This design comes from an exercise in tuning for small area, a short achievable clock period and few clock cycles per item on the open sky130 flow, not from production work. Where RTL was checked, it was by simulation tests only, not by an equivalence proof against the original.

## cell_check
module cell_check (
    input  wire        clk,
    input  wire        rst,
    input  wire        in_valid,
    output wire        in_ready,
    input  wire [31:0] in_data,      
    input  wire [3:0]  in_stream,    
    output reg         res_valid,    
    output reg  [1:0]  res_kind,     
    output reg  [3:0]  res_stream,
    output reg  [15:0] res_lost      
);
    localparam [31:0] POLY_R = 32'hEDB8_8320;    
    localparam [31:0] HC     = 32'h76AD_8866;
    function [31:0] crc_shift32;
        input [31:0] x;
        reg t32, t33, t34, t35, t36, t37, t38, t39, t40, t41, t42, t43, t44, t45, t46, t47, t48, t49, t50, t51, t52, t53, t54, t55, t56, t57, t58, t59, t60, t61, t62, t63, t64, t65, t66, t67, t68, t69, t70, t71, t72, t73, t74, t75, t76, t77, t78, t79, t80, t81, t82, t83, t84, t85, t86, t87, t88, t89, t90, t91, t92, t93, t94, t95, t96, t97, t98, t99, t100, t101, t102;
        begin
            t32 = x[2] ^ x[7];
            t33 = x[0] ^ x[22];
            t34 = x[3] ^ x[6];
            t35 = x[1] ^ x[23];
            t36 = x[4] ^ t33;
            t37 = x[16] ^ x[28];
            t38 = x[11] ^ x[25];
            t39 = x[24] ^ x[30];
            t40 = x[17] ^ x[29];
            t41 = x[18] ^ x[26];
            t42 = x[5] ^ x[31];
            t43 = x[19] ^ x[27];
            t44 = x[14] ^ x[15];
            t45 = x[12] ^ x[13];
            t46 = x[9] ^ x[10];
            t47 = x[5] ^ x[8];
            t48 = x[20] ^ t32;
            t49 = x[3] ^ x[21];
            t50 = t39 ^ t40;
            t51 = x[23] ^ t37;
            t52 = x[7] ^ x[25];
            t53 = x[4] ^ x[11];
            t54 = x[21] ^ t34;
            t55 = x[30] ^ t43;
            t56 = x[13] ^ t41;
            t57 = x[27] ^ t38;
            t58 = t35 ^ t43;
            t59 = x[24] ^ t47;
            t60 = x[0] ^ t45;
  ...
clock: 8.0 ns
lec_check: 0
cap_margin: 20
core_margin: 2
core_utilization: 40
slew_margin: 20
standard.sh (not shown) runs the stock make flow with config.mk's settings and CLKGATE_MAP_FILE= SYNTH_SCRIPT=/design/flow/synth_recipe.tcl, a recipe that flattens the netlist after the stock synthesis.
==> flow/flow/run.sh <==
#!/bin/bash
# Standard layout, with the timing repair aimed further below the clock period
# than the 5 ns SETUP_SLACK_MARGIN allows in config.mk, plain buffers on the
# ports and the clock tree settings below. Make's own output goes to make.log;
# each ORFS step writes its log under orfs/logs/.
set -euo pipefail
bash standard.sh 'BUFFER_PORTS_ARGS=-buffer_cell sky130_fd_sc_hd__buf_4' \
    'CTS_ARGS=-sink_clustering_enable -repair_clock_nets -sink_clustering_size 28 -sink_clustering_max_diameter 70 -buf_list sky130_fd_sc_hd__clkbuf_16 -dont_use_dummy_load' \
    SETUP_SLACK_MARGIN=5.45 finish > make.log 2>&1
Testbench counts at the start, summed over its fixed seeds: cycles 89,624, cells 1,280.
Change:
--- a/flow/design.v
+++ b/flow/design.v
@@ -223,21 +223,21 @@
         end else if (upd) begin
             lseq  <= nseq;
             lsync <= 1'b1;
             dirty <= 1'b1;
         end else if (fetch) begin
             lseq  <= ring[15][15:0];
             lsync <= ring[15][16];
             lid   <= cs;
         end else if (hit)
             dirty <= 1'b0;
-        if (st == S_PRE) begin
+        if (st == S_W1 && in_valid) begin
             cs   <= in_stream;
             seq  <= {acc[7:0], in_data[31:24]};
             idle <= (acc[31:28] == 4'd0);
         end
         res_valid  <= dec2 & ~rst;
         res_kind   <= idle ? (ok_a ? 2'd1 : 2'd3) : (ok_a ? 2'd0 : (ok_b ? 2'd2 : 2'd3));
         res_stream <= cs;
         res_lost   <= kind2 ? (seq - lseq) : 16'd0;
     end
 endmodule
Effect: The changed run passed the timing, DRC and antenna checks. Global-route usage is higher by 0.14 points. Routed wire length is higher by a few percent. Sequential share of layout area is lower by 0.37 points.
Only the layout flow was run in the second run of this note; the RTL was not checked for function there.

* * *

== the reference run ==
The RTL this note starts from:
==> flow/design.v <==
module cell_check (
    input  wire        clk,
    input  wire        rst,
    input  wire        in_valid,
    output wire        in_ready,
    input  wire [31:0] in_data,      
    input  wire [3:0]  in_stream,    
    output reg         res_valid,    
    output reg  [1:0]  res_kind,     
    output reg  [3:0]  res_stream,
    output reg  [15:0] res_lost      
);
    localparam [31:0] POLY_R = 32'hEDB8_8320;    
    localparam [31:0] HC     = 32'h76AD_8866;
    localparam [1023:0] FM = {32'h826880EF, 32'hC35CC098, 32'hE3C6E0A3, 32'h71E37051, 32'hBA9938C7, 32'hDF241C8C, 32'h6F920E46, 32'hB5A187CC, 32'hD8B84309, 32'h6C5C2184, 32'hB446902D, 32'hD84BC8F9, 32'hEE4D6493, 32'h7726B249, 32'h3B935924, 32'h1DC9AC92, 32'h8C8C56A6, 32'h46462B53, 32'h232315A9, 32'h11918AD4, 32'h08C8C56A, 32'h046462B5, 32'h805AB1B5, 32'hC245D835, 32'h6122EC1A, 32'h3091760D, 32'h9A203BE9, 32'h4D101DF4, 32'h26880EFA, 32'h1344077D, 32'h09A203BE, 32'h04D101DF};
    function [31:0] crc_shift32;
        input [31:0] x;
        integer j;
        begin
            for (j = 0; j < 32; j = j + 1)
                crc_shift32[j] = ^(x & FM[32*j +: 32]);
        end
    endfunction
    function [31:0] bswap;
        input [31:0] w;
        bswap = {w[7:0], w[15:8], w[23:16], w[31:24]};
    endfunction
    localparam [1:0] S_W0  = 2'd0,   
                     S_W1  = 2'd1,   
                     S_PRE = 2'd2,   
                     S_DAT = 2'd3;   
    reg  [1:0]  st;
    reg         rdy;
    reg  [6:0]  wcnt;        
    reg  [31:0] cx;          
    reg         dec;         
    reg  [31:0] acc;         
    wire        take = in_valid & rdy;
    wire        last = (wcnt == 7'd66);
    wire        idle = res_kind[0];
    wire [15:0] seq  = res_lost;
    wire [3:0]  cs   = res_stream;
    assign in_ready = rdy;
    always @(posedge clk) begin
        if (st == S_W1)
            cx <= ~bswap({5'd0, acc[27:17], acc[7:0], in_data[31:24]});
        else if (st == S_PRE)
            cx <= crc_shift32(cx) ^ bswap(acc);
        else if (st == S_DAT && take)
            cx <= crc_shift32(cx) ^ (last ? ~in_data : bswap(in_data));
        if (st == S_PRE)
            wcnt <= 7'd0;
        else if (take)
            wcnt <= wcnt + 7'd1;
        dec <= 1'b0;
        if (rst) begin
            st  <= S_W0;
            rdy <= 1'b0;
        end else begin
            case (st)
            S_W0:
                if (take) begin
                    st  <= S_W1;
                    rdy <= 1'b0;
                end else
                    rdy <= 1'b1;
            S_W1: if (in_valid) st <= S_PRE;
            S_PRE: begin
                st  <= S_DAT;
                rdy <= 1'b1;
            end
            default:
                if (take && last) begin
                    st  <= S_W0;
                    dec <= 1'b1;
                end
            endcase
        end
    end
    reg  [16:0] ring [0:15];
    reg  [3:0]  head;
    reg  [15:0] lseq;        
    reg         lsync;
    reg  [3:0]  lid;
    reg         dirty;       
    wire        hit   = (head == lid);
    wire        fetch = (lid != cs) && !dirty && (head == cs);
    integer k;
    always @(posedge clk) begin
        ring[0] <= hit ? {lsync & ~rst, lseq} : {ring[15][16] & ~rst, ring[15][15:0]};
        for (k = 1; k < 16; k = k + 1)
            ring[k] <= {ring[k-1][16] & ~rst, ring[k-1][15:0]};
        head <= rst ? 4'd0 : head + 4'd1;
    end
    reg  [4:0]  hcnt;
    reg         hbusy, hdone, hdr_ok;
    reg         dq;          
    wire [15:0] delta = idle ? seq : (lsync ? (lseq ^ seq) : 16'd0);
    wire [31:0] macc  = acc[0] ? ((acc >> 1) ^ POLY_R) : (acc >> 1);
    always @(posedge clk) begin
        if (st == S_W0 && take)
            acc <= in_data;
        else if (hbusy)
            acc <= (hcnt == 5'd0) ? 32'd0 : (macc ^ (dq ? HC : 32'd0));
        if (rst || dec) begin
            hbusy  <= 1'b0;
            hdone  <= 1'b0;
        end else if (!hbusy && !hdone && hdr_ok && lid == cs) begin
            hbusy <= 1'b1;
            hcnt  <= 5'd0;
        end else if (hbusy) begin
            dq   <= delta[{~hcnt[3], hcnt[2:0]}];
            hcnt <= hcnt + 5'd1;
            if (hcnt == 5'd16) begin
                hbusy <= 1'b0;
                hdone <= 1'b1;
            end
        end
        if (rst || dec)
            hdr_ok <= 1'b0;
        else if (st == S_PRE)
            hdr_ok <= 1'b1;
    end
    reg         ok_a, ok_b, dec2;
    wire [15:0] expv   = lsync ? lseq : seq;
    wire [15:0] nseq   = (ok_a ? expv : seq) + 16'd1;
    wire        kind2  = !idle && !ok_a && ok_b;
    wire        upd    = dec2 && !idle && (ok_a || ok_b);
    always @(posedge clk) begin
        ok_a <= (cx == acc);                   
        ok_b <= (cx == 32'd0);                 
        dec2 <= dec & ~rst;
        if (rst) begin
            lsync <= 1'b0;
            dirty <= 1'b0;
            lid   <= 4'd0;
        end else if (upd) begin
            lseq  <= nseq;
            lsync <= 1'b1;
            dirty <= 1'b1;
        end else if (fetch) begin
            lseq  <= ring[15][15:0];
            lsync <= ring[15][16];
            lid   <= cs;
        end else if (hit)
            dirty <= 1'b0;
        res_valid <= dec2 & ~rst;
        if (st == S_PRE) begin
            res_stream  <= in_stream;
            res_lost    <= {acc[7:0], in_data[31:24]};
            res_kind[0] <= (acc[31:28] == 4'd0);
        end else if (dec2) begin
            res_kind <= idle ? (ok_a ? 2'd1 : 2'd3) : (ok_a ? 2'd0 : (ok_b ? 2'd2 : 2'd3));
            res_lost <= kind2 ? (seq - lseq) : 16'd0;
        end
    end
endmodule
export LEC_CHECK = 0
export CAP_MARGIN = 20
export CORE_MARGIN = 2
export CORE_UTILIZATION = 40
export CTS_BUF_LIST = sky130_fd_sc_hd__clkbuf_8
export CTS_CLUSTER_DIAMETER = 50
export CTS_CLUSTER_SIZE = 20
export SETUP_SLACK_MARGIN = 5
export SLEW_MARGIN = 20
create_clock -name core_clock -period 8.0 [get_ports {clk}]
run.sh (not shown) runs the stock make flow with config.mk's settings and CLKGATE_MAP_FILE= SYNTH_SCRIPT=/design/flow/synth_recipe.tcl, a recipe that flattens the netlist after the stock synthesis.
Stock flow here: none of the scripts above is used.
Relative to the reference run, the following input files were edited for the trial run:
-- flow/design.v --
<<< the reference run, line 124
    reg         ok_a, ok_b, dec2;
    wire [15:0] expv   = lsync ? lseq : seq;
    wire [15:0] nseq   = (ok_a ? expv : seq) + 16'd1;
    wire        kind2  = !idle && !ok_a && ok_b;
    wire        upd    = dec2 && !idle && (ok_a || ok_b);
>>> the trial run, line 124
    reg         ok_a, ok_b, dec2;
    wire [15:0] expv   = lsync ? lseq : seq;
    wire [15:0] exp1   = expv + 16'd1;
    wire [15:0] seq1   = seq + 16'd1;
    wire [15:0] nseq   = ok_a ? exp1 : seq1;
    wire        kind2  = !idle && !ok_a && ok_b;
    wire        upd    = dec2 && !idle && (ok_a || ok_b);
Findings:
~same share of the cycle needed by the critical path after routing in the reference run and the trial run. ~same worst endpoint data arrival time in the reference run and the trial run. Going from the reference run to the trial run, the clock skew was found to have gone up by 20 ps. Summary: with the reference run as the reference, cell area after technology mapping in the trial run moved down slightly. A critical path startpoint of res_lost[12]$_DFFE_PP_ is what the reference run shows, while res_lost[9]$_DFFE_PP_ belongs to the trial run. Compared the reference run against the trial run; area overhead of the layout relative to synthesis within noise. Clock transition time at the flip-flop clock pins of the worst setup and hold paths delta (the reference run -> the trial run): insignificant. Compared the trial run against the reference run; highest clock rate within noise.
Testbench counts of the trial run, summed over its fixed seeds: cycles 89,624, cells 1,280.
The RTL of the reference run was laid out without a check of its function.

[port drivers added, routing unchanged]
No port has a modelled driver above. Below, the same layouts with a new extraction and two added sets of constraints.
Step 1 (the two cells are an assumption about what drives the block):
set clk [get_ports {clk}]
set_driving_cell -lib_cell sky130_fd_sc_hd__clkbuf_16 $clk
set_driving_cell -lib_cell sky130_fd_sc_hd__buf_2 [delete_from_list [all_inputs] $clk]
Step 2 adds t to the input delays and takes it off the output delays; t is the mean of the earliest and latest rising clock arrival at the registers after step 1. Input paths then give back, and output paths get back, about the clock's delay inside the block.
a / b / c = no drivers / after step 1 / after step 2; a / b = the first two.
run | t (ns) | setup WS [ns] | clock arrival spread, ns | cell pins on the clock port's net
the first run of note 1 | 0.576 | 5.388 / 5.338 / 4.882 | 0.078 / 0.078 | 1
the second run of note 1 | 0.596 | 5.378 / 5.320 / 4.920 | 0.055 / 0.056 | 1
the reference run | 0.611 | 5.049 / 5.001 / 4.490 | 0.033 / 0.032 | 1
the trial run | 0.664 | 5.056 / 5.005 / 4.440 | 0.060 / 0.060 | 1
After both steps setup and hold are still met in every run listed. For the trial run, which loses most, drivers alone change the setup slack by -0.051 ns; drivers and shift together by -0.616 ns.
